Source: an optimization exercise on an open RTL-to-GDS flow (aim: small area, a short achievable clock period and few clock cycles). Production flows keep margins and buffers that such runs may drop. Where RTL was checked, it was by simulation tests only, not by an equivalence proof against the original. For runs 1 to 6, only the layout was checked, not whether the RTL still works. Power figures rest on the tool's default switching activity, not on a simulated workload.

==> design.v <==
module rill_cost (
    input  wire        clk,
    input  wire        rst,         
    input  wire        in_valid,
    output wire        in_ready,
    input  wire [11:0] in_data,
    input  wire        in_lg,       
    input  wire        in_last,     
    output reg         grp_valid,
    output reg  [3:0]  grp_k0,
    output reg  [3:0]  grp_k1,
    output reg  [3:0]  grp_k2,
    output reg         res_valid,
    output reg  [1:0]  res_pred,
    output reg  [15:0] res_len
);
    assign in_ready = 1'b1;
    reg        r_rst;
    reg        r_v;
    reg        r_lg;
    reg        r_last;
    reg [11:0] r_x;
    always @(posedge clk) begin
        r_rst  <= rst;
        r_v    <= in_valid;
        r_lg   <= in_lg;
        r_last <= in_last;
        r_x    <= in_data;
    end
    wire v = r_v & ~r_rst;
    reg        in_blk;       
    reg        cur_lg;       
    reg        fresh;        
    reg [11:0] x0;           
    reg [11:0] xp1;          
    reg [11:0] xp2;          
    reg [4:0]  gc;           
    wire ns = v & (~in_blk | (r_lg != cur_lg));    
    wire vr = v & ~ns;                              
    wire [4:0] gc_base = fresh ? 5'd0 : gc;
    wire       gdone   = vr & ((gc_base == 5'd15) | r_last);
    wire [12:0] e0 = {1'b0, r_x} - {1'b0, x0};
    wire [12:0] e1 = {1'b0, r_x} - {1'b0, xp1};
    wire [13:0] e2 = {2'b0, r_x} + {2'b0, xp2} - {1'b0, xp1, 1'b0};
    wire [13:0] z0 = {1'b0, {e0[11:0], 1'b0} ^ {13{e0[12]}}};
    wire [13:0] z1 = {1'b0, {e1[11:0], 1'b0} ^ {13{e1[12]}}};
    wire [13:0] z2 = {e2[12:0], 1'b0} ^ {14{e2[13]}};
    function [4:0] code_bits(input [13:0] zz, input integer k);
        reg [13:0] q;
        begin
            q = zz >> k;
            if (q < 16) code_bits = q[4:0] + 5'd1 + k;
            else        code_bits = 5'd30;
        end
    endfunction
    wire [7:0] acc [0:41];
    genvar gp, gk;
    generate
        for (gp = 0; gp < 3; gp = gp + 1) begin : g_p
            wire [13:0] zp = (gp == 0) ? z0 : (gp == 1) ? z1 : z2;
            for (gk = 0; gk < 14; gk = gk + 1) begin : g_k
                if (gp < 2 && gk == 13) begin : g_fix
                    assign acc[gp*14+gk] = 8'd0;
                end else begin : g_acc
                    reg  [7:0] a;
                    wire [4:0] cb  = vr ? code_bits(zp, gk) : 5'd0;
                    wire [8:0] sum = {1'b0, fresh ? 8'd0 : a} + {4'd0, cb};
                    always @(posedge clk)
                        a <= sum[8] ? 8'hff : sum[7:0];
                    assign acc[gp*14+gk] = a;
                end
            end
        end
    endgenerate
    reg cl;      
    reg res2;    
    reg ns2;     
    reg last2;   
    always @(posedge clk) begin
        if (r_rst) begin
            in_blk <= 1'b0;
            cur_lg <= 1'b0;
            fresh  <= 1'b1;
            gc     <= 5'd0;
            cl     <= 1'b0;
            res2   <= 1'b0;
            ns2    <= 1'b0;
            last2  <= 1'b0;
        end else begin
            cl    <= gdone | (ns & ~fresh);
            res2  <= vr;
            ns2   <= ns;
            last2 <= v & r_last;
            gc    <= gc_base + {4'd0, vr};
            if (ns)      fresh <= 1'b1;
            else if (vr) fresh <= gdone;
            if (v) begin
                in_blk <= ~r_last;
                cur_lg <= r_lg;
            end
        end
        if (v) begin
            xp1 <= r_x;
            xp2 <= ns ? r_x : xp1;
            if (ns) x0 <= r_x;
        end
    end
    wire [7:0] c13 = {gc[3:0], 4'd0} - {2'd0, gc, 1'b0};   
    function [11:0] argmin14(input [111:0] c);    
        reg [7:0] v1 [0:6];
        reg [0:0] k1 [0:6];
        reg [7:0] v2 [0:3];
        reg [1:0] k2 [0:3];
        reg [7:0] v3 [0:1];
        reg [2:0] k3 [0:1];
        integer i;
        begin
            for (i = 0; i < 7; i = i + 1)
                if (c[(2*i+1)*8 +: 8] < c[(2*i)*8 +: 8]) begin
                    v1[i] = c[(2*i+1)*8 +: 8]; k1[i] = 1'b1;
                end else begin
                    v1[i] = c[(2*i)*8 +: 8];   k1[i] = 1'b0;
                end
            for (i = 0; i < 3; i = i + 1)
                if (v1[2*i+1] < v1[2*i]) begin
                    v2[i] = v1[2*i+1]; k2[i] = {1'b1, k1[2*i+1]};
                end else begin
                    v2[i] = v1[2*i];   k2[i] = {1'b0, k1[2*i]};
                end
            v2[3] = v1[6]; k2[3] = {1'b0, k1[6]};
            for (i = 0; i < 2; i = i + 1)
                if (v2[2*i+1] < v2[2*i]) begin
                    v3[i] = v2[2*i+1]; k3[i] = {1'b1, k2[2*i+1]};
                end else begin
                    v3[i] = v2[2*i];   k3[i] = {1'b0, k2[2*i]};
                end
            if (v3[1] < v3[0]) argmin14 = {1'b1, k3[1], v3[1]};
            else               argmin14 = {1'b0, k3[0], v3[0]};
        end
    endfunction
    wire [111:0] cost0, cost1, cost2;
    generate
        for (gk = 0; gk < 13; gk = gk + 1) begin : g_cost
            assign cost0[gk*8 +: 8] = acc[gk];
            assign cost1[gk*8 +: 8] = acc[14+gk];
        end
        for (gk = 0; gk < 14; gk = gk + 1) begin : g_cost2
            assign cost2[gk*8 +: 8] = acc[28+gk];
        end
    endgenerate
    assign cost0[111:104] = c13;
    assign cost1[111:104] = c13;
    wire [11:0] am0 = argmin14(cost0);
    wire [11:0] am1 = argmin14(cost1);
    wire [11:0] am2 = argmin14(cost2);
    reg        start;        
    reg        fin;          
    reg [14:0] tot0, tot1, tot2;     
    reg [12:0] dq;           
    reg [7:0]  cq;           
    always @(posedge clk) begin
        if (r_rst) begin
            grp_valid <= 1'b0;
            start     <= 1'b1;
            fin       <= 1'b0;
        end else begin
            grp_valid <= cl;
            start     <= last2;
            fin       <= last2;
        end
        if (cl) begin
            grp_k0 <= am0[11:8];
            grp_k1 <= am1[11:8];
            grp_k2 <= am2[11:8];
        end
        tot0 <= (start ? 15'd0 : tot0) + (cl ? {7'd0, am0[7:0]} : 15'd0);
        tot1 <= (start ? 15'd0 : tot1) + (cl ? {7'd0, am1[7:0]} : 15'd0);
        tot2 <= (start ? 15'd0 : tot2) + (cl ? {7'd0, am2[7:0]} : 15'd0);
        dq   <= (start ? 13'd0 : dq) + (res2 ? 13'd3 : 13'd0) - (cl ? 13'd1 : 13'd0);
        cq   <= (start ? 8'd0 : cq) + (ns2 ? 8'd3 : 8'd0) + (cl ? 8'd1 : 8'd0);
    end
    wire [14:0] st = {dq, 2'b00};
    wire        s01 = tot1 < tot0;
    wire [14:0] m01 = s01 ? tot1 : tot0;
    wire        s23 = st < tot2;
    wire [14:0] m23 = s23 ? st : tot2;
    wire        sf  = m23 < m01;
    wire [14:0] mn  = sf ? m23 : m01;
    always @(posedge clk) begin
        res_valid <= fin & ~r_rst;
        if (fin) begin
            res_pred <= sf ? {1'b1, s23} : {1'b0, s01};
            res_len  <= {1'b0, mn} + {6'd0, cq, 2'b00};
        end
    end
endmodule
==> run.sh <==
#!/bin/bash
# synth_recipe.tcl (not shown) runs the flow's synth.tcl, then flattens the netlist and writes it again
# the make line also repeats each setting of config.mk as NAME=value (left out here)
make -C /OpenROAD-flow-scripts/flow DESIGN_CONFIG=/design/flow/config.mk WORK_HOME=/design/flow/orfs CLKGATE_MAP_FILE= SYNTH_SCRIPT=/design/flow/synth_recipe.tcl finish
==> config.mk <==
export PLATFORM = sky130hd
export DESIGN_NAME = rill_cost
export DESIGN_NICKNAME = rill_cost
export VERILOG_FILES = /design/flow/design.v
export SDC_FILE = /design/flow/constraint.sdc
export NUM_CORES = 4
export LEC_CHECK = 0
export CAP_MARGIN = 20
export CORE_MARGIN = 2
export CORE_UTILIZATION = 40
export SLEW_MARGIN = 20
==> constraint.sdc <==
create_clock -name core_clock -period 42.0 [get_ports {clk}]
set_input_delay 8.4000 -clock core_clock [delete_from_list [all_inputs] [get_ports {clk}]]
set_output_delay 8.4000 -clock core_clock [all_outputs]
set_load 0.01 [all_outputs]
==> results of run 1 <==
## through the flow
stage	instance area (sq um)	setup WS [ns]	util [%]
floorplan	42730	32.89	-
global placement	44730	31.15	42.38
detailed placement	44740	30.94	42.38
CTS	46780	30.87	44.31
global route	46800	29.75	44.33
finish	46800	30.74	44.33
## worst max-delay path, delay by kind of cell (launching register included)
family	cells	cell delay (ns)
buffers and inverters	5	0.58
AOI/OAI and AO/OA	23	5.64
DFF	1	0.37
muxes	3	1.19
adders and majority gates	6	1.76
and+or+nand+nor	9	1.65
## cells by family (layout without fill, tap and decap cells)
group                      count (synthesis)  after routing  synth area share [%]
AOI/OAI and AO/OA                       1286           1286                 18.59
adders and majority gates                702            702                 21.58
and+or+nand+nor                         1563           1563                 17.96
xor gates and xnor gates                 270            270                 5.534
DFF                                      484            484                 24.22
other                                      1              1              0.008776
buffers and inverters                    710            776                 6.392
muxes                                    230            230                 5.707
## area by class of cell
class | instances | area share (%)
inverter | 581 | 4.665
clock buffer | 86 | 3.721
timing repair buffer | 83 | 1.588
clock inverter | 26 | 0.6283
tap | 1391 | 3.719
sequential | 484 | 22.13
multi-input combinational | 4052 | 63.55
## cells in the final DEF (no fill, tap or decap), types with 63 or more instances in the layout
cell type  count
dfxtp_1      415
edfxtp_1      66
nor3_1        77
nand3_1       85
o21ai_0      327
xor2_1        63
mux2i_1      172
nand2b_1     149
nor2b_1      249
nand2_1      395
a21o_1       121
nor2_1       399
ha_1         637
inv_1        575
xnor2_1      207
a21oi_1      438
## flip-flops by register name, indices dropped and copies added (netlist names), 2 cells and up
register         cells
res_len             16
grp_k0               4
tot0                15
xp2                 12
tot1                15
xp1                 12
grp_k1               4
tot2                15
cq                   8
dq                  13
gc                   5
x0                  12
g_p.g_k.g_acc.a    320
r_x                 12
grp_k2               4
res_pred             2
## path summary, 6_finish.rpt
kind	startpoint	end	slack (ns)	cells after the start
max	g_p[0].g_k[10].g_acc.a[5]	tot0[14]	30.74	46
min reg2reg	last2	start	0.44	1
min	last2	start	0.44	1
max reg2reg	g_p[0].g_k[10].g_acc.a[5]	tot0[14]	30.74	46
## per-layer routing
metal | share of wire (%) | global-route usage [%] | vias up
met2 | 44 | 32.29 | 589
met1 | 49 | 27.37 | 16420
met3 | 4.0 | 2.252 | 137
met5 | 0 | 0 | -
li1 | - | - | 18240
met4 | 2.6 | 5.912 | 0
## report_power, final
part / leakage, nW / total [mW] / internal (mW) / switching [mW]
logic: 17.4 / 0.751 / 0.289 / 0.461
clock network: 0.997 / 0.547 / 0.323 / 0.224
registers: 3.99 / 0.517 / 0.501 / 0.0159
==> results_dict.tcl, run 1 <==
set metrics [dict create \
    max_stage_delay_ns 0.84 \
    viasPerCell 5.279 \
    slew_viol_final 0 \
    place_hpwl_um 84730 \
    synth-edff-count 66 \
    crit_slowest_cell "a21boi_1" \
    core_sq_um 105600 \
    cpMostUsedCell "a21o_1" \
    portBuffers 48 \
    syn_avg_cell_area_sq_um 8.145 \
    rows 119 \
    ys_seq_area_share_pct 24.22 \
    cts_hold_buf 0 \
    worst_slew_pin_slew_ns 1.112 \
    root_buffer "clkbuf_16" \
    cts_resized 0 \
    drt-pass1-iter-count 7 \
    cts_tree "done" \
    status "no timing/DRC/antenna violations" \
    area_growth_pct 9.528 \
    clk_latency_ns 0.67 \
    start_kind "register" \
    drt-total-wl_um 108300 \
    synth_area_leader_cell "dfxtp_1" \
    grt_overflow 0 \
    drtAntennaViolNets 0 \
    hp-class "reg -> reg" \
    min_period_ns 11.26 \
    io_pins 50 \
    synthTopCellsByArea "dfxtp_1 (20%), ha_1 (19%), a21oi_1 (5.2%)" \
    grt_pass1_wl_um 176600 \
    cts_sinks 484 \
    clock_skew_ns 0.01909 \
    diodes 0 \
    ys.flop_type "dfxtp_1" \
    post_cts_buffers 0 \
    ys_ff_latch 484 \
    rsz0062_at_grt "no" \
    regArea_sq_um 10360 \
    path_clk_slew_ns 0.07 \
    fill_cells 10370 \
    synth_top_area_share_pct 19.58 \
    ir_drop_uv 38.30 \
    wl_per_cell_um 16.16 \
    place.gp.congestion 0.8762 \
    yosysWarnings 19 \
    grt_max_degree 71 \
    synth_nets 5960 \
    path_max_fanout 13 \
    yosysUniqueCellTypes 100 \
    async_flop_share_pct 0 \
    drv_cap 0 \
    multi_input_area_sq_um 29740 \
    clock_path_buffers 3 \
    num-nets-final 5976 \
    fin_tns_setup_ns 0 \
    yosysMostFrequentCell "ha_1" \
    hold_viol_final 0 \
    die-area_sq_um 109500 \
    htreeDepth 2 \
    arrival_ns 11.85 \
    die_w_um 330.8 \
    dp.cells 6590 \
    grt_usage_pct 19.80 \
    maxSlewHeadroom_pct 25.71 \
    route.detailed.drc 0 \
    power.total_mw 1.814 \
    drive_gt1_share_pct 4.895 \
    synth_common_cells "ha_1 (637), inv_1 (577), a21oi_1 (441), dfxtp_1 (418), nor2_1 (399)" \
    drt-initial-drc-count 2069 \
    leakage_nw 22.39 \
    fin_hold_ws_ns 0.4416 \
    syn-instance-count 5246 \
    num_vias 35390 \
    fmax_ghz 0.08881 \
    p_per_area_nw_per_um2 38.77 \
    worstSetupEndpointType "register" \
    stdcell_count 6703 \
    synth_area_sq_um 42730 \
    grt_pass1_vias 34060 \
    required_ns 42.59 \
    chipHeight_um 330.8 \
    finalSetupViolations 0 \
    floorplan.initialDensity_pct 40.48 \
    fin_crit_sh_pct 26.81 \
    numCtsBuffers 60 \
    critical_path_class "reg -> reg" \
    antenna_found_initial 1 \
]
==> inputs of run 2 (changes only) <==
--- a/design.v
+++ b/design.v
@@ -106,35 +106,22 @@
         end
     end
-    wire [7:0] c13 = {gc[3:0], 4'd0} - {2'd0, gc, 1'b0};   
-    function [11:0] argmin14(input [111:0] c);    
-        reg [7:0] v1 [0:6];
-        reg [0:0] k1 [0:6];
-        reg [7:0] v2 [0:3];
-        reg [1:0] k2 [0:3];
-        reg [7:0] v3 [0:1];
-        reg [2:0] k3 [0:1];
-        integer i;
+    function [11:0] argmin14(input [111:0] c, input [13:0] en);    
+        reg [13:0] cand, b;
+        reg [7:0]  mv;
+        reg        any0;
+        reg [3:0]  k;
+        integer i, j;
         begin
-            for (i = 0; i < 7; i = i + 1)
-                if (c[(2*i+1)*8 +: 8] < c[(2*i)*8 +: 8]) begin
-                    v1[i] = c[(2*i+1)*8 +: 8]; k1[i] = 1'b1;
-                end else begin
-                    v1[i] = c[(2*i)*8 +: 8];   k1[i] = 1'b0;
-                end
-            for (i = 0; i < 3; i = i + 1)
-                if (v1[2*i+1] < v1[2*i]) begin
-                    v2[i] = v1[2*i+1]; k2[i] = {1'b1, k1[2*i+1]};
-                end else begin
-                    v2[i] = v1[2*i];   k2[i] = {1'b0, k1[2*i]};
-                end
-            v2[3] = v1[6]; k2[3] = {1'b0, k1[6]};
-            for (i = 0; i < 2; i = i + 1)
-                if (v2[2*i+1] < v2[2*i]) begin
-                    v3[i] = v2[2*i+1]; k3[i] = {1'b1, k2[2*i+1]};
-                end else begin
-                    v3[i] = v2[2*i];   k3[i] = {1'b0, k2[2*i]};
-                end
-            if (v3[1] < v3[0]) argmin14 = {1'b1, k3[1], v3[1]};
-            else               argmin14 = {1'b0, k3[0], v3[0]};
+            cand = en;
+            for (j = 7; j >= 0; j = j - 1) begin
+                for (i = 0; i < 14; i = i + 1) b[i] = c[i*8+j];
+                any0  = |(cand & ~b);
+                mv[j] = ~any0;
+                cand  = cand & ~(b & {14{any0}});
+            end
+            k = 4'd0;
+            for (i = 13; i >= 0; i = i - 1)
+                if (cand[i]) k = i;
+            argmin14 = {k, mv};
         end
     endfunction
@@ -149,9 +136,9 @@
         end
     endgenerate
-    assign cost0[111:104] = c13;
-    assign cost1[111:104] = c13;
-    wire [11:0] am0 = argmin14(cost0);
-    wire [11:0] am1 = argmin14(cost1);
-    wire [11:0] am2 = argmin14(cost2);
+    assign cost0[111:104] = 8'd0;
+    assign cost1[111:104] = 8'd0;
+    wire [11:0] am0 = argmin14(cost0, 14'h1fff);
+    wire [11:0] am1 = argmin14(cost1, 14'h1fff);
+    wire [11:0] am2 = argmin14(cost2, 14'h3fff);
     reg        start;        
     reg        fin;          
--- a/config.mk
+++ b/config.mk
@@ -6,4 +6,5 @@
 export NUM_CORES = 4
 export LEC_CHECK = 0
+export ABC_AREA = 1
 export CAP_MARGIN = 20
 export CORE_MARGIN = 2
==> run 2 against run 1 <==
Sequential cell count is the same. Still clean on timing, DRC and antenna. Design area shrank 11%. Fmax grew 8.2%. Routed wire length shrank 0.35%.
==> results_dict.tcl, run 2 <==
set metrics [dict create \
    clock_skew_ns 0.02115 \
    core_sq_um 93610 \
    hp-class "reg -> reg" \
    grt_pass1_wl_um 171900 \
    grt_max_degree 165 \
    start_kind "register" \
    grt_usage_pct 21.90 \
    fmax_ghz 0.09613 \
    maxSlewHeadroom_pct 24.39 \
    numCtsBuffers 61 \
    power.total_mw 1.410 \
    synth_common_cells "inv_1 (1173), nand2_1 (1117), nor2_1 (624), dfxtp_1 (418), ha_1 (376)" \
    viasPerCell 4.959 \
    worstSetupEndpointType "register" \
    wl_per_cell_um 15.42 \
    synthXorXnorAreaFrac_pct 5.908 \
    arrival_ns 10.95 \
    min_period_ns 10.40 \
    ys.flop_type "dfxtp_1" \
    clk_latency_ns 0.67 \
    grt_pass1_vias 32730 \
    cts_sinks 484 \
    synthTopCellsByArea "dfxtp_1 (22%), ha_1 (12%), inv_1 (12%)" \
    cpMostUsedCell "nand2_1" \
    place.gp.congestion 0.9469 \
    synth_fa_ha_area_share_pct 15.56 \
    rows 112 \
    drive_gt1_share_pct 3.446 \
    antenna_found_initial 0 \
    area_growth_pct 9.776 \
    largestRegisters "g_p.g_k.g_acc.a x320, res_len x16" \
    die-area_sq_um 97360 \
    synth_nets 6113 \
    critical_path_class "reg -> reg" \
    hold_viol_final 0 \
    floorplan.initialDensity_pct 40.54 \
    yosysMostFrequentCell "inv_1" \
    finalSetupViolations 0 \
    mostFrequentLayoutCells "inv_1 (1171), nand2_1 (1117), nor2_1 (622)" \
    route.detailed.drc 0 \
    drv_cap 0 \
    drt-total-wl_um 107900 \
    portBuffers 48 \
    clock_path_buffers 3 \
    chipHeight_um 312.0 \
    fin_crit_sh_pct 24.77 \
    place_hpwl_um 84790 \
    status "no timing/DRC/antenna violations" \
    diodes 0 \
    final_common_cell "inv_1" \
    cts_tree "done" \
    cts_hold_buf 0 \
    yosysUniqueCellTypes 56 \
    worst_slew_pin_slew_ns 1.130 \
    ir_drop_uv 33.50 \
    rsz0062_at_grt "no" \
    synth-compound-area-share_pct 12.50 \
    max_stage_delay_ns 0.61 \
    regMostFlops "g_p.g_k.g_acc.a" \
    cts_resized 0 \
    drt-initial-drc-count 2354 \
    post_cts_buffers 0 \
    drt-pass1-iter-count 6 \
    num_vias 34710 \
    htreeDepth 2 \
    fin_tns_setup_ns 0 \
    num-nets-final 6152 \
    ys_ff_latch 484 \
    die_w_um 312.0 \
    synthSimpleGateAreaFrac_pct 25.79 \
    leakage_nw 21.25 \
    drtAntennaViolNets 0 \
    grt_overflow 0 \
    synth-edff-count 66 \
    async_flop_share_pct 0 \
    path_max_fanout 19 \
    crit_slowest_cell "nor2_2" \
    synth_area_leader_cell "dfxtp_1" \
    root_buffer "clkbuf_16" \
    required_ns 42.55 \
    slew_viol_final 0 \
    synth_mux_area_share_pct 0 \
    synth_top_area_share_pct 22.05 \
    largest_reg_flops 320 \
    path_clk_slew_ns 0.06 \
    io_pins 50 \
    synth_top_family_by_area "simple AND/OR/NAND/NOR gates" \
    syn-instance-count 5660 \
    p_per_area_nw_per_um2 33.84 \
    yosysWarnings 1 \
    synth_area_sq_um 37950 \
    syn_avg_cell_area_sq_um 6.705 \
    ys_seq_area_share_pct 27.27 \
]
[run 2: changes by cell type in the layout (fill, tap and decap cells not counted), moves of 172 or more]
| cell | change |
|---|---|
| nand2_1 | +722 |
| inv_1 | +596 |
| nand3_1 | +288 |
| ha_1 | -261 |
| nor2b_1 | -249 |
| nor2_1 | +223 |
| mux2i_1 | -172 |
[run 2: path summary, 6_finish.rpt]
check | start | end | slack (ns) | depth (start not counted)
worst min register to register | last2 | start | 0.44 | 2
worst max register to register | g_p[2].g_k[2].g_acc.a[7] | tot2[14] | 31.60 | 67
worst min-delay path | last2 | start | 0.44 | 2
worst max-delay path | g_p[2].g_k[2].g_acc.a[7] | tot2[14] | 31.60 | 67
[run 2: logic make-up after synthesis]
kind of cell | after synthesis
AO/OA/AOI/OAI | 871
XOR/XNOR | 256
adder cells (fa/ha/maj) | 436
buffers and inverters | 1280
flip-flops | 484
other | 1
AND/OR/NAND/NOR | 2332
[run 2: layout make-up]
class,count,area [sq um]
Clock buffer,86,1733
Clock inverter,23,200.2
Fill cell,9910,51950
Inverter,1187,4457
Multi-Input combinational cell,3896,22690
Sequential cell,484,10350
Tap cell,1254,1569
Timing Repair Buffer,69,654.4
[run 2: power breakdown]
group,internal [mW],total [mW],leakage [nW],switching [mW]
sequential,0.488,0.499,3.99,0.0106
clock,0.303,0.523,0.953,0.220
combinational,0.124,0.389,16.3,0.265
total,0.915,1.41,21.2,0.495
[run 2: through the flow]
step,util (%),hold WS (ns),cells,worst slack [ns],instance area [sq um]
global route,44.50,0.4885,6999,30.63,41660
floorplan,-,0.3999,5660,33.21,37950
finish,44.50,0.4378,6999,31.60,41660
detailed placement,42.43,0.4182,6889,31.71,39720
CTS,44.49,0.4382,6998,31.69,41650
global placement,42.43,0.4168,6889,31.88,39720
[run 2: worst max-delay path, delay by kind of cell (launching register included)]
family          cells  cell delay, ns
flops               1            0.36
buf+inv            11            1.75
simple gates       51            6.96
xor+xnor            1            0.17
fa+ha+maj           2            0.56
compound gates      2            0.41
[run 2: layer usage]
metal	up-vias	GRT usage, %	wire [um]
met5	-	0	0
met4	0	7.321	3701
met3	180	3.052	6125
met2	807	35.97	48060
met1	15790	29.50	50030
li1	17940	-	-
==> inputs of run 3 (changes only) <==
--- a/design.v
+++ b/design.v
@@ -35,9 +35,9 @@
     reg [11:0] xp1;          
     reg [11:0] xp2;          
-    reg [4:0]  gc;           
+    reg [3:0]  gc;           
     wire ns = v & (~in_blk | (r_lg != cur_lg));    
     wire vr = v & ~ns;                              
-    wire [4:0] gc_base = fresh ? 5'd0 : gc;
-    wire       gdone   = vr & ((gc_base == 5'd15) | r_last);
+    wire [3:0] gc_base = fresh ? 4'd0 : gc;
+    wire       gdone   = vr & ((gc_base == 4'd15) | r_last);
     wire [12:0] e0 = {1'b0, r_x} - {1'b0, x0};
     wire [12:0] e1 = {1'b0, r_x} - {1'b0, xp1};
@@ -82,5 +82,5 @@
             cur_lg <= 1'b0;
             fresh  <= 1'b1;
-            gc     <= 5'd0;
+            gc     <= 4'd0;
             cl     <= 1'b0;
             res2   <= 1'b0;
@@ -92,5 +92,5 @@
             ns2   <= ns;
             last2 <= v & r_last;
-            gc    <= gc_base + {4'd0, vr};
+            gc    <= gc_base + {3'd0, vr};
             if (ns)      fresh <= 1'b1;
             else if (vr) fresh <= gdone;
@@ -141,4 +141,32 @@
     wire [11:0] am1 = argmin14(cost1, 14'h1fff);
     wire [11:0] am2 = argmin14(cost2, 14'h3fff);
+    reg        cl3;          
+    reg        res3;         
+    reg        ns3;          
+    reg        last3;        
+    reg [7:0]  mv0, mv1, mv2;        
+    always @(posedge clk) begin
+        if (r_rst) begin
+            grp_valid <= 1'b0;
+            cl3       <= 1'b0;
+            res3      <= 1'b0;
+            ns3       <= 1'b0;
+            last3     <= 1'b0;
+        end else begin
+            grp_valid <= cl;
+            cl3       <= cl;
+            res3      <= res2;
+            ns3       <= ns2;
+            last3     <= last2;
+        end
+        if (cl) begin
+            grp_k0 <= am0[11:8];
+            grp_k1 <= am1[11:8];
+            grp_k2 <= am2[11:8];
+        end
+        mv0 <= am0[7:0];
+        mv1 <= am1[7:0];
+        mv2 <= am2[7:0];
+    end
     reg        start;        
     reg        fin;          
@@ -148,22 +176,15 @@
     always @(posedge clk) begin
         if (r_rst) begin
-            grp_valid <= 1'b0;
-            start     <= 1'b1;
-            fin       <= 1'b0;
+            start <= 1'b1;
+            fin   <= 1'b0;
         end else begin
-            grp_valid <= cl;
-            start     <= last2;
-            fin       <= last2;
-        end
-        if (cl) begin
-            grp_k0 <= am0[11:8];
-            grp_k1 <= am1[11:8];
-            grp_k2 <= am2[11:8];
-        end
-        tot0 <= (start ? 15'd0 : tot0) + (cl ? {7'd0, am0[7:0]} : 15'd0);
-        tot1 <= (start ? 15'd0 : tot1) + (cl ? {7'd0, am1[7:0]} : 15'd0);
-        tot2 <= (start ? 15'd0 : tot2) + (cl ? {7'd0, am2[7:0]} : 15'd0);
-        dq   <= (start ? 13'd0 : dq) + (res2 ? 13'd3 : 13'd0) - (cl ? 13'd1 : 13'd0);
-        cq   <= (start ? 8'd0 : cq) + (ns2 ? 8'd3 : 8'd0) + (cl ? 8'd1 : 8'd0);
+            start <= last3;
+            fin   <= last3;
+        end
+        tot0 <= (start ? 15'd0 : tot0) + (cl3 ? {7'd0, mv0} : 15'd0);
+        tot1 <= (start ? 15'd0 : tot1) + (cl3 ? {7'd0, mv1} : 15'd0);
+        tot2 <= (start ? 15'd0 : tot2) + (cl3 ? {7'd0, mv2} : 15'd0);
+        dq   <= (start ? 13'd0 : dq) + (res3 ? 13'd3 : 13'd0) - (cl3 ? 13'd1 : 13'd0);
+        cq   <= (start ? 8'd0 : cq) + (ns3 ? 8'd3 : 8'd0) + (cl3 ? 8'd1 : 8'd0);
     end
     wire [14:0] st = {dq, 2'b00};
==> run 3 against run 2 <==
Worst hold slack worse by 0.027 ns. Fmax up 3.1%. First-iteration DRC count up 6.6%. Sequential power up 6.0%. Die area up 2.6%. Register-to-register slack better by 1.6 ns. Synthesized cell count up 2.0%. Clock skew up 0.0091 ns. Clock power up 7.3%. Power up 5.9%. Combinational power up 4%. Critical endpoint is now grp_k1[0]. Largest cell class unchanged. Largest power group unchanged.
==> results_dict.tcl, run 3 <==
set metrics [dict create \
    post_cts_buffers 0 \
    cts_sinks 510 \
    synth_area_sq_um 38950 \
    min_period_ns 10.09 \
    cts_hold_buf 0 \
    num-nets-final 6267 \
    ys_ff_latch 510 \
    place.gp.congestion 0.9357 \
    synthSimpleGateAreaFrac_pct 25.84 \
    slew_viol_final 0 \
    largestRegisters "g_p.g_k.g_acc.a x320, res_len x16" \
    worst_slew_pin_slew_ns 1.018 \
    ys.flop_type "dfxtp_1" \
    place_hpwl_um 86320 \
    synth_nets 6226 \
    max_stage_delay_ns 0.58 \
    synthXorXnorAreaFrac_pct 5.846 \
    yosysUniqueCellTypes 56 \
    fmax_ghz 0.09915 \
    clk_latency_ns 0.64 \
    path_max_fanout 1 \
    wl_per_cell_um 15.39 \
    viasPerCell 4.899 \
    synth_fa_ha_area_share_pct 15.16 \
    core_sq_um 96570 \
    die_w_um 316.1 \
    dp_slack_ns 32.60 \
    hold_viol_final 0 \
    critical-path-top-delay-family "buffers and inverters" \
    final_util_pct 44.35 \
    synth_top_area_share_pct 22.82 \
    critical_path_class "reg -> out" \
    regMostFlops "g_p.g_k.g_acc.a" \
    grt_overflow 0 \
    cp_num_buf_inv 1 \
    mostFrequentLayoutCells "inv_1 (1223), nand2_1 (1170), nor2_1 (589)" \
    path_clk_slew_ns 0.06 \
    drt-pass1-iter-count 6 \
    final_common_cell "inv_1" \
    floorplan.initialDensity_pct 40.34 \
    yosysMostFrequentCell "inv_1" \
    grt_pass1_wl_um 176100 \
    drive_gt1_share_pct 4.467 \
    synth-compound-area-share_pct 11.96 \
    grt_pass1_vias 33650 \
    clock_path_buffers 3 \
    crit_slowest_cell "clkdlybuf4s50_1" \
    rrSetupSlack_ns 33.21 \
    largest_reg_flops 320 \
    root_buffer "clkbuf_16" \
    ys_seq_area_share_pct 27.91 \
    p_per_area_nw_per_um2 34.87 \
    fin_crit_sh_pct 24.01 \
    async_flop_share_pct 0 \
    fill_cells 10080 \
    met2_usage_pct 37.64 \
    cts_resized 0 \
    syn_avg_cell_area_sq_um 6.748 \
    worstSetupEndpointType "primary output" \
    drv_cap 0 \
    route.detailed.drc 0 \
    cts_tree "done" \
    antenna_found_initial 1 \
    yosysWarnings 1 \
    status "no timing/DRC/antenna violations" \
    rsz0062_at_grt "no" \
    regArea_sq_um 10880 \
    io_pins 50 \
    grt_use_met1_pct 28.82 \
    rows 114 \
    num_vias 34990 \
    leakage_nw 22.27 \
    met3_usage_pct 3.126 \
    hp-class "reg -> reg" \
    ir_drop_uv 29.20 \
    finalSetupViolations 0 \
    synthTopCellsByArea "dfxtp_1 (23%), ha_1 (12%), inv_1 (12%)" \
    synth_mux_area_share_pct 0 \
    numCtsBuffers 66 \
    grt_usage_pct 22.19 \
    drt-total-wl_um 109900 \
    drtAntennaViolNets 0 \
    area_growth_pct 9.944 \
    syn-instance-count 5773 \
    drt-initial-drc-count 2509 \
    synth_area_leader_cell "dfxtp_1" \
    maxSlewHeadroom_pct 31.51 \
    power.total_mw 1.493 \
    top_usage_layer "met2" \
    synth_top_family_by_area "simple AND/OR/NAND/NOR gates" \
    clock_skew_ns 0.03025 \
    synth-edff-count 66 \
    portBuffers 48 \
    required_ns 33.60 \
    die-area_sq_um 99900 \
    htreeDepth 3 \
    worst_slack_ns 31.91 \
    multi_input_area_sq_um 22940 \
    fin_tns_setup_ns 0 \
    arrival_ns 1.69 \
    path_cells "clkdlybuf4s50_1" \
    grt_max_degree 170 \
    start_kind "register" \
    synth_common_cells "inv_1 (1223), nand2_1 (1170), nor2_1 (590), dfxtp_1 (444), ha_1 (376)" \
    chipHeight_um 316.1 \
]
run 3: metrics by stage:
| step | std cells | hold slack [ns] | area [sq um] |
|---|---|---|---|
| 2_1_floorplan | 5773 | 0.3883 | 38950 |
| 3_3_place_gp | 7022 | 0.3956 | 40740 |
| 3_5_place_dp | 7022 | 0.4034 | 40740 |
| 4_1_cts | 7141 | 0.4092 | 42810 |
| 5_1_grt | 7141 | 0.4369 | 42820 |
| 6_report | 7142 | 0.4111 | 42830 |
run 3: kinds of logic after synthesis:
kind of cell | Yosys count
DFF | 510
AOI/OAI and AO/OA | 850
xor gates and xnor gates | 260
adders and majority gates | 436
buffers and inverters | 1345
other | 1
and+or+nand+nor | 2371
run 3: cell type report:
cell class                 count  area share (%)
sequential                   510           25.39
antenna                        1        0.005843
multi-input combinational   3918           53.57
tap                         1276           3.728
inverter                    1251           10.98
timing repair buffer          67           1.484
clock inverter                17          0.3623
clock buffer                 102           4.476
run 3: final timing paths:
path | startpoint | endpoint | depth (start not counted)
max | grp_k1[0] | grp_k1[0] | 1
min | res2 | res3 | 2
min reg2reg | res2 | res3 | 2
max reg2reg | g_p[0].g_k[11].g_acc.a[7] | grp_k0[3] | 46
run 3: per-layer routing:
metal,vias to the layer above,part of all wire (%)
met5,-,0
met4,0,3.6
met3,198,5.3
met2,766,46
met1,15870,45
li1,18160,-
run 3: report_power, final:
group | switching, mW | total [mW] | internal [mW] | leakage (nW)
clock network | 0.238 | 0.561 | 0.322 | 1.02
registers | 0.0130 | 0.529 | 0.516 | 4.21
logic | 0.271 | 0.404 | 0.133 | 17.0
total | 0.522 | 1.49 | 0.971 | 22.3
==> inputs of run 4 (changes only) <==
==> flow/run.sh (new file) <==
#!/bin/bash
set -euo pipefail
bash standard.sh \
    SETUP_SLACK_MARGIN=32 \
    TNS_END_PERCENT=100 \
    "BUFFER_PORTS_ARGS=-buffer_cell sky130_fd_sc_hd__buf_2" \
    finish > standard_flow.log 2>&1
==> standard.sh (new file) <==
#!/bin/bash
# synth_recipe.tcl (not shown) runs the flow's synth.tcl, then flattens the netlist and writes it again
# the make line also repeats each setting of config.mk as NAME=value (left out here)
make -C /OpenROAD-flow-scripts/flow DESIGN_CONFIG=/design/flow/config.mk WORK_HOME=/design/flow/orfs CLKGATE_MAP_FILE= SYNTH_SCRIPT=/design/flow/synth_recipe.tcl "${@:-finish}"
removed: run.sh
==> run 4 against run 3 <==
Still clean on timing, DRC and antenna. Routed wire length fell by 1.1%. Register-to-register slack improved by 0.03 ns. Utilization fell by 0.15 points. First-iteration DRC count fell by 14%. Global-route usage fell by 0.40 points. Clock skew fell by 0.0018 ns. Via count fell by 0.47%. Worst hold slack got worse by 0.0086 ns.
==> results_dict.tcl, run 4 <==
set metrics [dict create \
    synth_area_sq_um 38950 \
    grt_usage_pct 21.78 \
    synthTopCellsByArea "dfxtp_1 (23%), ha_1 (12%), inv_1 (12%)" \
    grt_pass1_vias 33270 \
    timing.rr.end "grp_k2[0]" \
    root_buffer "clkbuf_16" \
    drtAntennaViolNets 0 \
    multi_input_area_sq_um 22940 \
    worst_slack_ns 32.14 \
    core_sq_um 96570 \
    cts_tree "done" \
    route.detailed.drc 0 \
    hold_viol_final 0 \
    drv_cap 0 \
    synth_common_cells "inv_1 (1223), nand2_1 (1170), nor2_1 (590), dfxtp_1 (444), ha_1 (376)" \
    async_flop_share_pct 0 \
    yosysUniqueCellTypes 56 \
    clock_skew_ns 0.02844 \
    critical_path_class "reg -> out" \
    drt-initial-drc-count 2156 \
    htreeDepth 2 \
    regArea_sq_um 10880 \
    area_growth_pct 9.565 \
    ys_ff_latch 510 \
    largestRegisters "g_p.g_k.g_acc.a x320, res_len x16" \
    floorplan.initialDensity_pct 40.34 \
    fin_tns_setup_ns 0 \
    portBuffers 48 \
    ir_drop_uv 29.69 \
    num-nets-final 6263 \
    min_period_ns 9.859 \
    fin_hold_ws_ns 0.4025 \
    path_clk_slew_ns 0.06 \
    place_hpwl_um 85990 \
    grt_overflow 0 \
    clock_path_buffers 3 \
    synth_area_leader_cell "dfxtp_1" \
    largest_reg_flops 320 \
    ys_seq_area_share_pct 27.91 \
    maxSlewHeadroom_pct 39.71 \
    drt-pass1-iter-count 5 \
    rsz0062_at_grt "no" \
    post_cts_buffers 0 \
    reg2reg_from "g_p[2].g_k[2].g_acc.a[7]" \
    worst_slew_pin_slew_ns 0.9044 \
    mostFrequentLayoutCells "inv_1 (1223), nand2_1 (1170), nor2_1 (589)" \
    leakage_nw 22.30 \
    die_w_um 316.1 \
    rows 114 \
    crit_start "grp_valid" \
    finalSetupViolations 0 \
    synth_top_area_share_pct 22.82 \
    worstSetupEndpointType "primary output" \
    die-area_sq_um 99900 \
    chipHeight_um 316.1 \
    io_pins 50 \
    path_max_fanout 27 \
    num_vias 34830 \
    status "no timing/DRC/antenna violations" \
    clk_latency_ns 0.67 \
    grt_pass1_wl_um 173900 \
    drt-total-wl_um 108700 \
    fmax_ghz 0.1014 \
    grt_max_degree 135 \
    slew_viol_final 0 \
    fin_crit_sh_pct 23.47 \
    place.gp.congestion 0.9206 \
    required_ns 33.60 \
    worst-r2r-cell-count 66 \
    holdPathStages 2 \
    synth-edff-count 66 \
    p_per_area_nw_per_um2 35.39 \
    cts_resized 0 \
    regMostFlops "g_p.g_k.g_acc.a" \
    yosysWarnings 1 \
    wl_per_cell_um 15.23 \
    syn_avg_cell_area_sq_um 6.748 \
    fill_cells 9951 \
    synth_nets 6226 \
    min-delay-start "last2" \
    holdPathEnd "last3" \
    cts_hold_buf 0 \
    final_util_pct 44.20 \
    final_common_cell "inv_1" \
    viasPerCell 4.877 \
    antenna_found_initial 2 \
    drive_gt1_share_pct 5.373 \
    yosysMostFrequentCell "inv_1" \
    syn-instance-count 5773 \
    hp-class "reg -> reg" \
    rrSetupSlack_ns 33.24 \
    ys.flop_type "dfxtp_1" \
    arrival_ns 1.46 \
    cts_sinks 510 \
    numCtsBuffers 61 \
    dp_slack_ns 32.78 \
    start_kind "register" \
]
run 4: cell counts after synthesis:
No cell type changed its count.
run 4: metal layers:
| layer | global-route usage [%] | share of wire (%) | up-vias |
|---|---|---|---|
| met2 | 37.29 | 46 | 738 |
| met3 | 3.054 | 5.1 | 180 |
| met4 | 6.883 | 3.2 | 2 |
| met5 | 0 | 0.012 | - |
| met1 | 28.26 | 46 | 15740 |
| li1 | - | - | 18170 |
run 4: metrics by stage:
step	cell area [sq um]	power (mW)	cells
floorplan	38950	0.8352	5773
global placement	40510	0.9346	7023
detailed placement	40510	0.9378	7023
CTS	42670	1.521	7139
global route	42680	1.597	7139
finish	42680	1.510	7140
run 4: power breakdown:
part	total [mW]	switching, mW	internal, mW
registers	0.530	0.0144	0.516
clock network	0.578	0.240	0.338
logic	0.402	0.271	0.132
total	1.51	0.525	0.985
run 4: worst max-delay path by stage:
| stage | to | slack (ns) | cells after the start |
|---|---|---|---|
| after floorplan | grp_k0[0] | 33.21 | 0 |
| after CTS | grp_valid | 32.05 | 2 |
| after detailed placement | grp_valid | 32.78 | 2 |
| after global routing | grp_valid | 32.03 | 2 |
| final | grp_valid | 32.14 | 2 |
| after global placement | grp_valid | 32.79 | 2 |
run 4: cells by family (layout without fill, tap and decap cells):
| logic type | Yosys count | in the layout | synth area share, % |
|---|---|---|---|
| compound gates | 850 | 850 | 11.96 |
| xor+xnor | 260 | 260 | 5.846 |
| fa+ha+maj | 436 | 436 | 15.16 |
| buf+inv | 1345 | 1435 | 13.27 |
| flops | 510 | 510 | 27.91 |
| other cells | 1 | 2 | 0.009627 |
| simple gates | 2371 | 2371 | 25.84 |
run 4: area by class of cell:
cell class,count,area share (%)
repair buffers,68,0.9440
well taps,1276,3.741
diodes,1,0.005863
inverters,1251,11.01
flip-flops and latches,510,25.48
clock buffers,72,3.770
clock inverters,44,1.284
multi-input cells,3918,53.76
run 4: worst max-delay path: stages (launching register included):
cell	delay, ns
dfxtp_1	0.30
buf_4	0.30
buf_2	0.20
==> inputs of run 5 (changes only) <==
--- a/design.v
+++ b/design.v
@@ -141,5 +141,4 @@
     wire [11:0] am1 = argmin14(cost1, 14'h1fff);
     wire [11:0] am2 = argmin14(cost2, 14'h3fff);
-    reg        cl3;          
     reg        res3;         
     reg        ns3;          
@@ -149,5 +148,4 @@
         if (r_rst) begin
             grp_valid <= 1'b0;
-            cl3       <= 1'b0;
             res3      <= 1'b0;
             ns3       <= 1'b0;
@@ -155,5 +153,4 @@
         end else begin
             grp_valid <= cl;
-            cl3       <= cl;
             res3      <= res2;
             ns3       <= ns2;
@@ -165,8 +162,9 @@
             grp_k2 <= am2[11:8];
         end
-        mv0 <= am0[7:0];
-        mv1 <= am1[7:0];
-        mv2 <= am2[7:0];
-    end
+        mv0 <= cl ? am0[7:0] : 8'd0;
+        mv1 <= cl ? am1[7:0] : 8'd0;
+        mv2 <= cl ? am2[7:0] : 8'd0;
+    end
+    wire       cl3 = |mv0;
     reg        start;        
     reg        fin;          
@@ -182,7 +180,7 @@
             fin   <= last3;
         end
-        tot0 <= (start ? 15'd0 : tot0) + (cl3 ? {7'd0, mv0} : 15'd0);
-        tot1 <= (start ? 15'd0 : tot1) + (cl3 ? {7'd0, mv1} : 15'd0);
-        tot2 <= (start ? 15'd0 : tot2) + (cl3 ? {7'd0, mv2} : 15'd0);
+        tot0 <= (start ? 15'd0 : tot0) + {7'd0, mv0};
+        tot1 <= (start ? 15'd0 : tot1) + {7'd0, mv1};
+        tot2 <= (start ? 15'd0 : tot2) + {7'd0, mv2};
         dq   <= (start ? 13'd0 : dq) + (res3 ? 13'd3 : 13'd0) - (cl3 ? 13'd1 : 13'd0);
         cq   <= (start ? 8'd0 : cq) + (ns3 ? 8'd3 : 8'd0) + (cl3 ? 8'd1 : 8'd0);
==> flow/run.sh (replaced) <==
#!/bin/bash
set -euo pipefail
bash standard.sh \
    SETUP_SLACK_MARGIN=33 TNS_END_PERCENT=100 \
    "BUFFER_PORTS_ARGS=-buffer_cell sky130_fd_sc_hd__buf_2" \
    finish > standard_flow.log 2>&1
--- a/config.mk
+++ b/config.mk
@@ -10,3 +10,4 @@
 export CORE_MARGIN = 2
 export CORE_UTILIZATION = 40
+export CTS_BUF_LIST = sky130_fd_sc_hd__clkbuf_8
 export SLEW_MARGIN = 20
==> run 5 against run 4 <==
Still clean on timing, DRC and antenna. Clock skew up 0.017 ns. First-iteration DRC count grew 19%. Sequential share of layout area up 0.13 points. Design area shrank 0.50%. Die area down 1.1%. Power down 0.64%. Critical endpoint is now grp_k0[0]. Largest cell class unchanged. Largest power group unchanged.
==> results_dict.tcl, run 5 <==
set metrics [dict create \
    status "no timing/DRC/antenna violations" \
    yosysUniqueCellTypes 56 \
    p_per_area_nw_per_um2 35.34 \
    antenna_found_initial 5 \
    root_buffer "clkbuf_8" \
    finalSetupViolations 0 \
    grt_pass1_vias 33360 \
    viasPerCell 4.974 \
    path_max_fanout 1 \
    final_common_cell "inv_1" \
    num-nets-final 6244 \
    ys_ff_latch 510 \
    fin_tns_setup_ns 0 \
    worst_slack_ns 32.27 \
    critical-path-top-delay-family "flip-flops" \
    dp.cells 6952 \
    path_clk_slew_ns 0.06 \
    synth_fa_ha_area_share_pct 15.29 \
    fin_area_sq_um 42470 \
    clk_latency_ns 0.75 \
    yosysWarnings 1 \
    floorplan.initialDensity_pct 40.44 \
    grt_usage_pct 22.22 \
    power.total_mw 1.501 \
    hold_viol_final 0 \
    syn-instance-count 5711 \
    rows 113 \
    regMostFlops "g_p.g_k.g_acc.a" \
    worstSetupEndpointType "primary output" \
    largestRegisters "g_p.g_k.g_acc.a x320, res_len x16" \
    yosysMostFrequentCell "inv_1" \
    portBuffers 48 \
    cts_sinks 510 \
    core_sq_um 95290 \
    drv_cap 0 \
    place.gp.congestion 0.9537 \
    arrival_ns 1.33 \
    synthTopCellsByArea "dfxtp_1 (23%), ha_1 (12%), inv_1 (11%)" \
    synthSimpleGateAreaFrac_pct 25.91 \
    async_flop_share_pct 0 \
    ir_drop_uv 27.31 \
    dp_slack_ns 32.48 \
    fin_crit_sh_pct 23.18 \
    fmax_ghz 0.1027 \
    synth-compound-area-share_pct 12.13 \
    required_ns 33.60 \
    synth_area_sq_um 38540 \
    drt-total-wl_um 110300 \
    synth_top_family_by_area "simple AND/OR/NAND/NOR gates" \
    maxSlewHeadroom_pct 29.32 \
    worst_slew_pin_slew_ns 1.053 \
    crit_slowest_cell "edfxtp_1" \
    synth_mux_area_share_pct 0 \
    clock_skew_ns 0.04558 \
    path_cells "buf_2" \
    num_vias 35490 \
    final_util_pct 44.57 \
    synth_top_area_share_pct 23.06 \
    synth_common_cells "inv_1 (1159), nand2_1 (1129), nor2_1 (655), dfxtp_1 (444), nand3_1 (383)" \
    clock_path_buffers 3 \
    place_hpwl_um 86310 \
    grt_max_degree 78 \
    drive_gt1_share_pct 5.741 \
    synth_nets 6163 \
    cts_tree "done" \
    rrSetupSlack_ns 33.36 \
    drt-initial-drc-count 2575 \
    postPlaceCellArea_sq_um 40100 \
    min_period_ns 9.734 \
    route.detailed.drc 0 \
    io_pins 50 \
    grt_pass1_wl_um 175800 \
    hp-class "reg -> reg" \
    synth_area_leader_cell "dfxtp_1" \
    area_growth_pct 10.20 \
    htreeDepth 3 \
    stdcell_count 7136 \
    drtAntennaViolNets 0 \
    die_w_um 314.4 \
    drt-pass1-iter-count 8 \
    synth-edff-count 66 \
    leakage_nw 21.93 \
    grt_overflow 0 \
    critical_path_class "reg -> out" \
    ys_seq_area_share_pct 28.21 \
    start_kind "register" \
    slew_viol_final 0 \
    largest_reg_flops 320 \
    numCtsBuffers 98 \
    chipHeight_um 314.4 \
    fin_hold_ws_ns 0.4086 \
    mostFrequentLayoutCells "inv_1 (1179), nand2_1 (1128), nor2_1 (652)" \
    synthXorXnorAreaFrac_pct 5.818 \
    ys.flop_type "dfxtp_1" \
    wl_per_cell_um 15.46 \
    cp_num_buf_inv 1 \
    die-area_sq_um 98840 \
    fill_cells 9976 \
    cts_hold_buf 0 \
    max_stage_delay_ns 0.42 \
    syn_avg_cell_area_sq_um 6.748 \
    rsz0062_at_grt "yes" \
]
-- run 5: area by class of cell --
class	instances	area [sq um]	area share, %
clock buffer	130	1789	4.213
tap	1265	1583	3.727
multi-input combinational	3931	22920	53.96
antenna	1	2.502	0.005892
inverter	1178	4429	10.43
clock inverter	48	417.9	0.9840
timing repair buffer	73	452.9	1.067
sequential	510	10880	25.61
-- run 5: repair_timing --
| action | CTS | global route |
|---|---|---|
| pin swaps | 1 | 2 |
| setup buffers | 0 | 3 |
| endpoints found under the hold margin | 0 | 0 |
| setup endpoints to repair | 36 | 40 |
| cloned | 0 | 2 |
| gates resized for setup | 7 | 20 |
-- run 5: power by group --
group / total (mW) / switching (mW) / internal [mW]
clock: 0.561 / 0.236 / 0.325
sequential: 0.529 / 0.0138 / 0.515
combinational: 0.411 / 0.280 / 0.131
-- run 5: metal layers --
layer | global-route usage, % | vias up | share of wire (%)
met5 | 0 | - | 0.024
met4 | 6.126 | 4 | 2.6
met3 | 3.505 | 193 | 6.2
met2 | 35.37 | 904 | 43
met1 | 31.10 | 16220 | 48
li1 | - | 18170 | -
-- run 5: logic make-up (layout without fill, tap and decap cells) --
| family | after synthesis | after routing |
|---|---|---|
| flip-flops | 510 | 510 |
| other | 1 | 2 |
| AO/OA/AOI/OAI | 851 | 851 |
| XOR/XNOR | 256 | 256 |
| adder cells (fa/ha/maj) | 435 | 435 |
| buffers and inverters | 1272 | 1429 |
| AND/OR/NAND/NOR | 2386 | 2388 |
-- run 5: final timing paths --
check / startpoint / cells past startpoint / endpoint
worst max-delay path: grp_k0[0] / 1 / grp_k0[0]
worst min-delay path: ns2 / 2 / ns3
worst max register to register: g_p[1].g_k[9].g_acc.a[7] / 51 / grp_k1[0]
worst min register to register: ns2 / 2 / ns3
==> inputs of run 6 (changes only) <==
==> flow/run.sh (replaced) <==
#!/bin/bash
set -euo pipefail
bash standard.sh \
    "BUFFER_PORTS_ARGS=-buffer_cell sky130_fd_sc_hd__buf_2" \
    finish > standard_flow.log 2>&1
--- a/config.mk
+++ b/config.mk
@@ -10,4 +10,4 @@
 export CORE_MARGIN = 2
 export CORE_UTILIZATION = 40
-export CTS_BUF_LIST = sky130_fd_sc_hd__clkbuf_8
+export CTS_BUF_LIST = sky130_fd_sc_hd__clkbuf_4
 export SLEW_MARGIN = 20
==> run 6 against run 5 <==
Critical endpoint unchanged. Utilization down 0.41 points. Combinational power about the same. Sequential share of layout area up 0.23 points. Via count up 0.77%. Still clean. Cell count up 1.2%. Count of clock-buffer cells in the layout up 81. Non-clock buffer count down 3. Synthesized cell count unchanged. First-iteration DRC count down 2.6%. Sequential power about the same. Largest power group is now registers.
==> results_dict.tcl, run 6 <==
set metrics [dict create \
    hp-class "reg -> reg" \
    postPlaceCellArea_sq_um 40100 \
    met2_usage_pct 35.39 \
    synth_area_leader_cell "dfxtp_1" \
    synth_top_area_share_pct 23.06 \
    antenna_found_initial 6 \
    min-delay-start "last2" \
    max_stage_delay_ns 0.43 \
    largestRegisters "g_p.g_k.g_acc.a x320, res_len x16" \
    die-area_sq_um 98840 \
    grt_pass1_vias 33930 \
    place_hpwl_um 86310 \
    syn_avg_cell_area_sq_um 6.748 \
    ys.flop_type "dfxtp_1" \
    fmax_ghz 0.09924 \
    largest_reg_flops 320 \
    path_cells "buf_2" \
    fin_hold_ws_ns 0.3893 \
    grt_usage_pct 22.40 \
    viasPerCell 4.952 \
    syn-instance-count 5711 \
    clk_latency_ns 1.10 \
    wl_per_cell_um 15.26 \
    route.detailed.drc 0 \
    holdPathStages 2 \
    ir_drop_uv 25.64 \
    rsz0062_at_grt "no" \
    p_per_area_nw_per_um2 34.29 \
    grt_max_degree 78 \
    io_pins 50 \
    core_sq_um 95290 \
    worst-r2r-cell-count 41 \
    num_vias 35770 \
    worstSetupEndpointType "primary output" \
    synth-edff-count 66 \
    yosysMostFrequentCell "inv_1" \
    post_cts_buffers 0 \
    yosysUniqueCellTypes 56 \
    rrSetupSlack_ns 32.30 \
    synth_nets 6163 \
    grt_overflow 0 \
    htreeDepth 4 \
    met3_usage_pct 3.906 \
    fin_crit_sh_pct 23.99 \
    clock_skew_ns 0.09892 \
    drive_gt1_share_pct 6.720 \
    fin_tns_setup_ns 0 \
    drv_cap 0 \
    final_common_cell "inv_1" \
    cts_tree "done" \
    cp_num_buf_inv 1 \
    rows 113 \
    slew_viol_final 0 \
    async_flop_share_pct 0 \
    regMostFlops "g_p.g_k.g_acc.a" \
    place.gp.congestion 0.9537 \
    die_w_um 314.4 \
    finalSetupViolations 0 \
    num-nets-final 6292 \
    start_kind "register" \
    synth_common_cells "inv_1 (1159), nand2_1 (1129), nor2_1 (655), dfxtp_1 (444), nand3_1 (383)" \
    drt-total-wl_um 110200 \
    maxSlewHeadroom_pct 31.35 \
    required_ns 33.60 \
    worst_slew_pin_slew_ns 1.029 \
    top_usage_layer "met2" \
    cts_sinks 510 \
    mostFrequentLayoutCells "inv_1 (1159), nand2_1 (1129), nor2_1 (654)" \
    reg2reg_from "g_p[1].g_k[9].g_acc.a[7]" \
    root_buffer "clkbuf_4" \
    grt_pass1_wl_um 176600 \
    drt-pass1-iter-count 7 \
    cts_resized 0 \
    portBuffers 48 \
    chipHeight_um 314.4 \
    crit_slowest_cell "edfxtp_1" \
    status "no timing/DRC/antenna violations" \
    cts_hold_buf 0 \
    critical-path-top-delay-family "flip-flops" \
    clock_path_buffers 3 \
    fin_area_sq_um 42080 \
    drt-initial-drc-count 2507 \
    critical_path_class "reg -> out" \
    min_period_ns 10.08 \
    leakage_nw 21.84 \
    holdPathEnd "last3" \
    path_max_fanout 1 \
    yosysWarnings 1 \
    synth_area_sq_um 38540 \
    hold_viol_final 0 \
    numCtsBuffers 151 \
    ys_ff_latch 510 \
    timing.rr.end "grp_k1[3]" \
    arrival_ns 1.68 \
    ys_seq_area_share_pct 28.21 \
    path_clk_slew_ns 0.07 \
    floorplan.initialDensity_pct 40.44 \
    drtAntennaViolNets 0 \
    synthTopCellsByArea "dfxtp_1 (23%), ha_1 (12%), inv_1 (11%)" \
    grt_use_met1_pct 30.89 \
    area_growth_pct 9.194 \
]
## run 6: area by class of cell
class | instances | area (sq um)
timing repair buffer | 70 | 405.4
multi-input combinational | 3929 | 22810
fill | 10120 | 53210
clock inverter | 54 | 379.1
clock buffer | 211 | 1584
tap | 1265 | 1583
sequential | 510 | 10870
inverter | 1178 | 4429
antenna | 6 | 15.01
## run 6: cell families after synthesis
family,synth area share (%)
xor gates and xnor gates,5.818
DFF,28.21
AOI/OAI and AO/OA,12.13
adders and majority gates,15.29
and+or+nand+nor,25.91
other,0.009731
buffers and inverters,12.64
## run 6: how the worst max path moves through the flow
stage,start,to,slack [ns],depth (start not counted)
floorplan,grp_k0[0],grp_k0[0],33.21,0
global placement,g_p[1].g_k[9].g_acc.a[7],grp_k1[3],32.60,41
detailed placement,g_p[1].g_k[9].g_acc.a[7],grp_k1[0],32.48,50
CTS,grp_k0[0],grp_k0[0],31.81,1
global route,g_p[1].g_k[9].g_acc.a[7],grp_k1[0],31.51,50
finish,grp_k0[0],grp_k0[0],31.92,1
## run 6: per-stage QoR
stage	util, %	power [mW]	setup WS (ns)	cells
after floorplan	-	0.8278	33.21	5711
final	44.16	1.443	31.92	7223
after detailed placement	42.08	0.9416	32.48	6952
after CTS	44.14	1.455	31.81	7217
after global placement	42.08	0.9390	32.60	6952
after global routing	44.16	1.542	31.51	7222
## run 6: per-layer routing
metal	wire length (um)	vias to the layer above	share of wire (%)
li1	-	18350	-
met1	52320	16280	47
met2	47980	929	44
met3	6977	211	6.3
met4	2902	2	2.6
met5	13	-	0.012
## run 6: power by group
group | internal (mW) | switching, mW | total (mW)
sequential | 0.515 | 0.0137 | 0.528
combinational | 0.131 | 0.279 | 0.410
clock | 0.264 | 0.241 | 0.504
==> inputs of run 7 (changes only) <==
--- a/design.v
+++ b/design.v
@@ -65,7 +65,19 @@
                     reg  [7:0] a;
                     wire [4:0] cb  = vr ? code_bits(zp, gk) : 5'd0;
-                    wire [8:0] sum = {1'b0, fresh ? 8'd0 : a} + {4'd0, cb};
-                    always @(posedge clk)
-                        a <= sum[8] ? 8'hff : sum[7:0];
+                    wire [7:0] av = fresh ? 8'd0 : a;
+                    wire [7:0] bv = {3'd0, cb};
+                    wire [8:0] c;
+                    wire [7:0] s;
+                    assign c[0] = 1'b0;
+                    genvar gb;
+                    for (gb = 0; gb < 8; gb = gb + 1) begin : g_b
+                        assign s[gb]   = av[gb] ^ bv[gb] ^ c[gb];
+                        assign c[gb+1] = (av[gb] & bv[gb]) | (c[gb] & (av[gb] ^ bv[gb]));
+                    end
+                    if ((gp < 2 && gk >= 11) || gk == 13) begin : g_nosat
+                        always @(posedge clk) a <= s;
+                    end else begin : g_sat
+                        always @(posedge clk) a <= s | {8{c[8]}};
+                    end
                     assign acc[gp*14+gk] = a;
                 end
@@ -157,14 +169,23 @@
             last3     <= last2;
         end
-        if (cl) begin
-            grp_k0 <= am0[11:8];
-            grp_k1 <= am1[11:8];
-            grp_k2 <= am2[11:8];
-        end
-        mv0 <= cl ? am0[7:0] : 8'd0;
-        mv1 <= cl ? am1[7:0] : 8'd0;
-        mv2 <= cl ? am2[7:0] : 8'd0;
+        grp_k0 <= am0[11:8];
+        grp_k1 <= am1[11:8];
+        grp_k2 <= am2[11:8];
+        mv0 <= (cl & ~r_rst) ? am0[7:0] : 8'd0;
+        mv1 <= (cl & ~r_rst) ? am1[7:0] : 8'd0;
+        mv2 <= (cl & ~r_rst) ? am2[7:0] : 8'd0;
     end
     wire       cl3 = |mv0;
+    function [14:0] radd15(input [14:0] x, input [14:0] y);
+        reg c;
+        integer i;
+        begin
+            c = 1'b0;
+            for (i = 0; i < 15; i = i + 1) begin
+                radd15[i] = x[i] ^ y[i] ^ c;
+                c = (x[i] & y[i]) | (c & (x[i] ^ y[i]));
+            end
+        end
+    endfunction
     reg        start;        
     reg        fin;          
@@ -180,7 +201,7 @@
             fin   <= last3;
         end
-        tot0 <= (start ? 15'd0 : tot0) + {7'd0, mv0};
-        tot1 <= (start ? 15'd0 : tot1) + {7'd0, mv1};
-        tot2 <= (start ? 15'd0 : tot2) + {7'd0, mv2};
+        tot0 <= radd15(start ? 15'd0 : tot0, {7'd0, mv0});
+        tot1 <= radd15(start ? 15'd0 : tot1, {7'd0, mv1});
+        tot2 <= radd15(start ? 15'd0 : tot2, {7'd0, mv2});
         dq   <= (start ? 13'd0 : dq) + (res3 ? 13'd3 : 13'd0) - (cl3 ? 13'd1 : 13'd0);
         cq   <= (start ? 8'd0 : cq) + (ns3 ? 8'd3 : 8'd0) + (cl3 ? 8'd1 : 8'd0);
@@ -195,8 +216,6 @@
     always @(posedge clk) begin
         res_valid <= fin & ~r_rst;
-        if (fin) begin
-            res_pred <= sf ? {1'b1, s23} : {1'b0, s01};
-            res_len  <= {1'b0, mn} + {6'd0, cq, 2'b00};
-        end
+        res_pred <= sf ? {1'b1, s23} : {1'b0, s01};
+        res_len  <= {1'b0, mn} + {6'd0, cq, 2'b00};
     end
 endmodule
--- a/config.mk
+++ b/config.mk
@@ -10,4 +10,3 @@
 export CORE_MARGIN = 2
 export CORE_UTILIZATION = 40
-export CTS_BUF_LIST = sky130_fd_sc_hd__clkbuf_4
 export SLEW_MARGIN = 20
==> run 7 against run 6 <==
Still clean on timing, DRC and antenna. Routed wire length shrank 17%. Design area shrank 7.9%. Count of clock-buffer cells in the layout shrank 122. Critical path depth is the same. Synthesized cell count shrank 15%. Register-to-register slack gained 1.2 ns. Utilization grew 0.43 points. Sequential power is essentially flat. Global-route usage shrank 1.7 points. Via count shrank 20%. Critical endpoint is now grp_k2[1].
==> results_dict.tcl, run 7 <==
set metrics [dict create \
    ir_drop_uv 44.20 \
    numCtsBuffers 66 \
    core_sq_um 86890 \
    final_common_cell "nand2_1" \
    chipHeight_um 300.5 \
    fin_crit_sh_pct 22.50 \
    path_clk_slew_ns 0.06 \
    critical_path_class "reg -> out" \
    place_hpwl_um 71480 \
    drt-initial-drc-count 2010 \
    root_buffer "clkbuf_16" \
    drtAntennaViolNets 0 \
    yosysWarnings 1 \
    worstSetupEndpointType "primary output" \
    rows 108 \
    grt_overflow 0 \
    grt_usage_pct 20.72 \
    ys_seq_area_share_pct 30.05 \
    cp_num_buf_inv 1 \
    wl_per_cell_um 15.05 \
    drv_cap 0 \
    rsz0062_at_grt "no" \
    grt_pass1_vias 27830 \
    clock_path_buffers 3 \
    crit_start "grp_k2[1]" \
    clock_skew_ns 0.03249 \
    finalSetupViolations 0 \
    largest_reg_flops 320 \
    cts_tree "done" \
    place.gp.congestion 0.9091 \
    hp-class "reg -> reg" \
    fin_tns_setup_ns 0 \
    path_max_fanout 1 \
    p_per_area_nw_per_um2 39.40 \
    antenna_found_initial 0 \
    p_seq_share_pct 34.7 \
    max_stage_delay_ns 0.32 \
    arrival_ns 1.05 \
    hold_viol_final 0 \
    reg2reg_from "g_p[0].g_k[12].g_acc.a[7]" \
    grt_max_degree 79 \
    yosysMostFrequentCell "nand2_1" \
    p_clk_share_pct 38.1 \
    drive_gt1_share_pct 5.754 \
    drt-total-wl_um 91950 \
    num_vias 28770 \
    worst_slew_pin_slew_ns 1.020 \
    io_pins 50 \
    yosysUniqueCellTypes 51 \
    crit_slowest_cell "dfxtp_1" \
    sw_frac_of_total_pct 34.69 \
    critical-path-top-delay-family "flip-flops" \
    route.detailed.drc 0 \
    syn_avg_cell_area_sq_um 7.229 \
    synth_top_area_share_pct 26.98 \
    die_w_um 300.5 \
    slew_viol_final 0 \
    synth_nets 5378 \
    largestRegisters "g_p.g_k.g_acc.a x320, res_len x16" \
    min-delay-start "last2" \
    maxSlewHeadroom_pct 31.91 \
    synth_area_leader_cell "dfxtp_1" \
    viasPerCell 4.710 \
    diodes 0 \
    mostFrequentLayoutCells "nand2_1 (1118), inv_1 (1116), dfxtp_1 (472)" \
    cts_resized 0 \
    num-nets-final 5416 \
    required_ns 33.60 \
    fmax_ghz 0.1058 \
    ys_ff_latch 510 \
    dp_slack_ns 33.17 \
    drt-pass1-iter-count 7 \
    synth_common_cells "nand2_1 (1119), inv_1 (1117), dfxtp_1 (474), nor2_1 (458), ha_1 (303)" \
    start_kind "register" \
    synthTopCellsByArea "dfxtp_1 (27%), nand2_1 (12%), inv_1 (12%)" \
    worst_slack_ns 32.55 \
    ys.flop_type "dfxtp_1" \
    portBuffers 48 \
    grt_pass1_wl_um 149600 \
    synth_area_sq_um 35170 \
    path_cells "buf_2" \
    status "no timing/DRC/antenna violations" \
    post_cts_buffers 0 \
    floorplan.initialDensity_pct 40.48 \
    synth-edff-count 36 \
    cts_hold_buf 0 \
    regMostFlops "g_p.g_k.g_acc.a" \
    power.internal_mw 0.9968 \
    syn-instance-count 4865 \
    die-area_sq_um 90320 \
    min_period_ns 9.449 \
    htreeDepth 3 \
    leakage_nw 20.69 \
    combPwrFrac_pct 27.1 \
    switchingPower_mw 0.5294 \
    async_flop_share_pct 0 \
    clk_latency_ns 0.63 \
    cts_sinks 510 \
    area_growth_pct 10.15 \
]
==> run 7: changes by cell type in the layout (fill, tap and decap cells not counted), sizes merged, moves of 31 or more <==
cell	change
nor2	-190
a21oi	-189
nand3	-146
fa	+133
clkbuf	-122
o21ai	-89
xor2	-85
ha	-72
xnor2	-51
nor3	-43
inv	-31
==> run 7: worst reg2reg max path, delay by kind of cell (launching register included) <==
family	cells	cell delay [ns]
AOI/OAI and AO/OA	6	2.12
DFF	1	0.39
buffers and inverters	4	0.26
and+or+nand+nor	44	5.62
==> run 7: final timing paths <==
check,end,slack (ns),cells past startpoint
hold reg to reg,last3,0.42,2
hold / removal,last3,0.42,2
setup / recovery,grp_k2[1],32.55,1
setup reg to reg,grp_k0[0],33.54,54
==> run 7: area by class of cell <==
class                   instances  area, sq um
fillers                      8854        48150
inverters                    1145         4300
clock inverters                29        356.6
well taps                    1155         1445
repair buffers                 66        375.4
flip-flops and latches        510        10580
clock buffers                  89         1839
multi-input cells            3114        19850
==> run 7: per-layer routing <==
layer	wire length (um)	GRT usage (%)	vias to the layer above
met5	0	0	-
met4	2192	5.738	0
li1	-	-	14810
met1	45170	29.71	13200
met2	39760	32.64	643
met3	4824	2.691	119
==> run 7: through the flow <==
step	util, %	total power, mW	area [sq um]	hold WS, ns	std cells
2_1_floorplan	-	0.8416	35170	0.3883	4865
3_3_place_gp	42.06	0.9470	36540	0.4073	5990
3_5_place_dp	42.06	0.9514	36540	0.4024	5990
4_1_cts	44.59	1.541	38740	0.4147	6108
5_1_grt	44.59	1.622	38740	0.4271	6108
6_report	44.59	1.526	38740	0.4176	6108
==> run 7: kinds of logic (layout without fill, tap and decap cells) <==
kind of cell	Yosys count	count (layout)	synth area share, %
simple gates	1982	1982	23.49
buf+inv	1241	1329	13.56
compound gates	515	515	8.132
flops	510	510	30.05
fa+ha+maj	496	496	21.76
xor+xnor	120	120	2.988
other cells	1	1	0.01066
==> run 7: power groups by stage <==
stage | clock network, mW | logic [mW] | registers [mW]
floorplan | 0 | 0.304 | 0.537
global placement | 0 | 0.407 | 0.541
detailed placement | 0 | 0.411 | 0.541
CTS | 0.597 | 0.414 | 0.530
global route | 0.615 | 0.474 | 0.533
finish | 0.582 | 0.414 | 0.530
Testbench counts of run 7, summed over its fixed seeds: cycles 81,576.

port drivers added, routing unchanged:
The flow's constraints put no driver on any port. The routed layouts listed below were extracted and timed again, unchanged, in two steps.
Step 1 (the two cells are an assumption about what drives the block):
set clk [get_ports {clk}]
set_driving_cell -lib_cell sky130_fd_sc_hd__clkbuf_16 $clk
set_driving_cell -lib_cell sky130_fd_sc_hd__buf_2 [delete_from_list [all_inputs] $clk]
Step 2 adds t to the input delays and takes it off the output delays; t is the mean of the earliest and latest rising clock arrival at the registers after step 1. Input paths then give back, and output paths get back, about the clock's delay inside the block.
a / b / c = no drivers / after step 1 / after step 2; a / b = the first two.
| run | t (ns) | setup slack, ns | slew at the worst register clock pin (ns) | cell pins on the clock port's net |
|---|---|---|---|---|
| run 1 | 0.724 | 30.740 / 30.740 / 30.740 | 0.07 / 0.07 | 1 |
| run 2 | 0.718 | 31.598 / 31.598 / 31.598 | 0.07 / 0.07 | 1 |
| run 3 | 0.691 | 31.914 / 31.849 / 32.540 | 0.06 / 0.06 | 1 |
| run 4 | 0.719 | 32.141 / 32.076 / 32.795 | 0.07 / 0.07 | 1 |
| run 5 | 0.791 | 32.265 / 32.201 / 32.992 | 0.07 / 0.07 | 1 |
| run 6 | 1.115 | 31.923 / 31.861 / 32.300 | 0.08 / 0.08 | 1 |
| run 7 | 0.677 | 32.551 / 32.484 / 33.162 | 0.06 / 0.06 | 1 |
After both steps setup and hold are still met in every run listed.
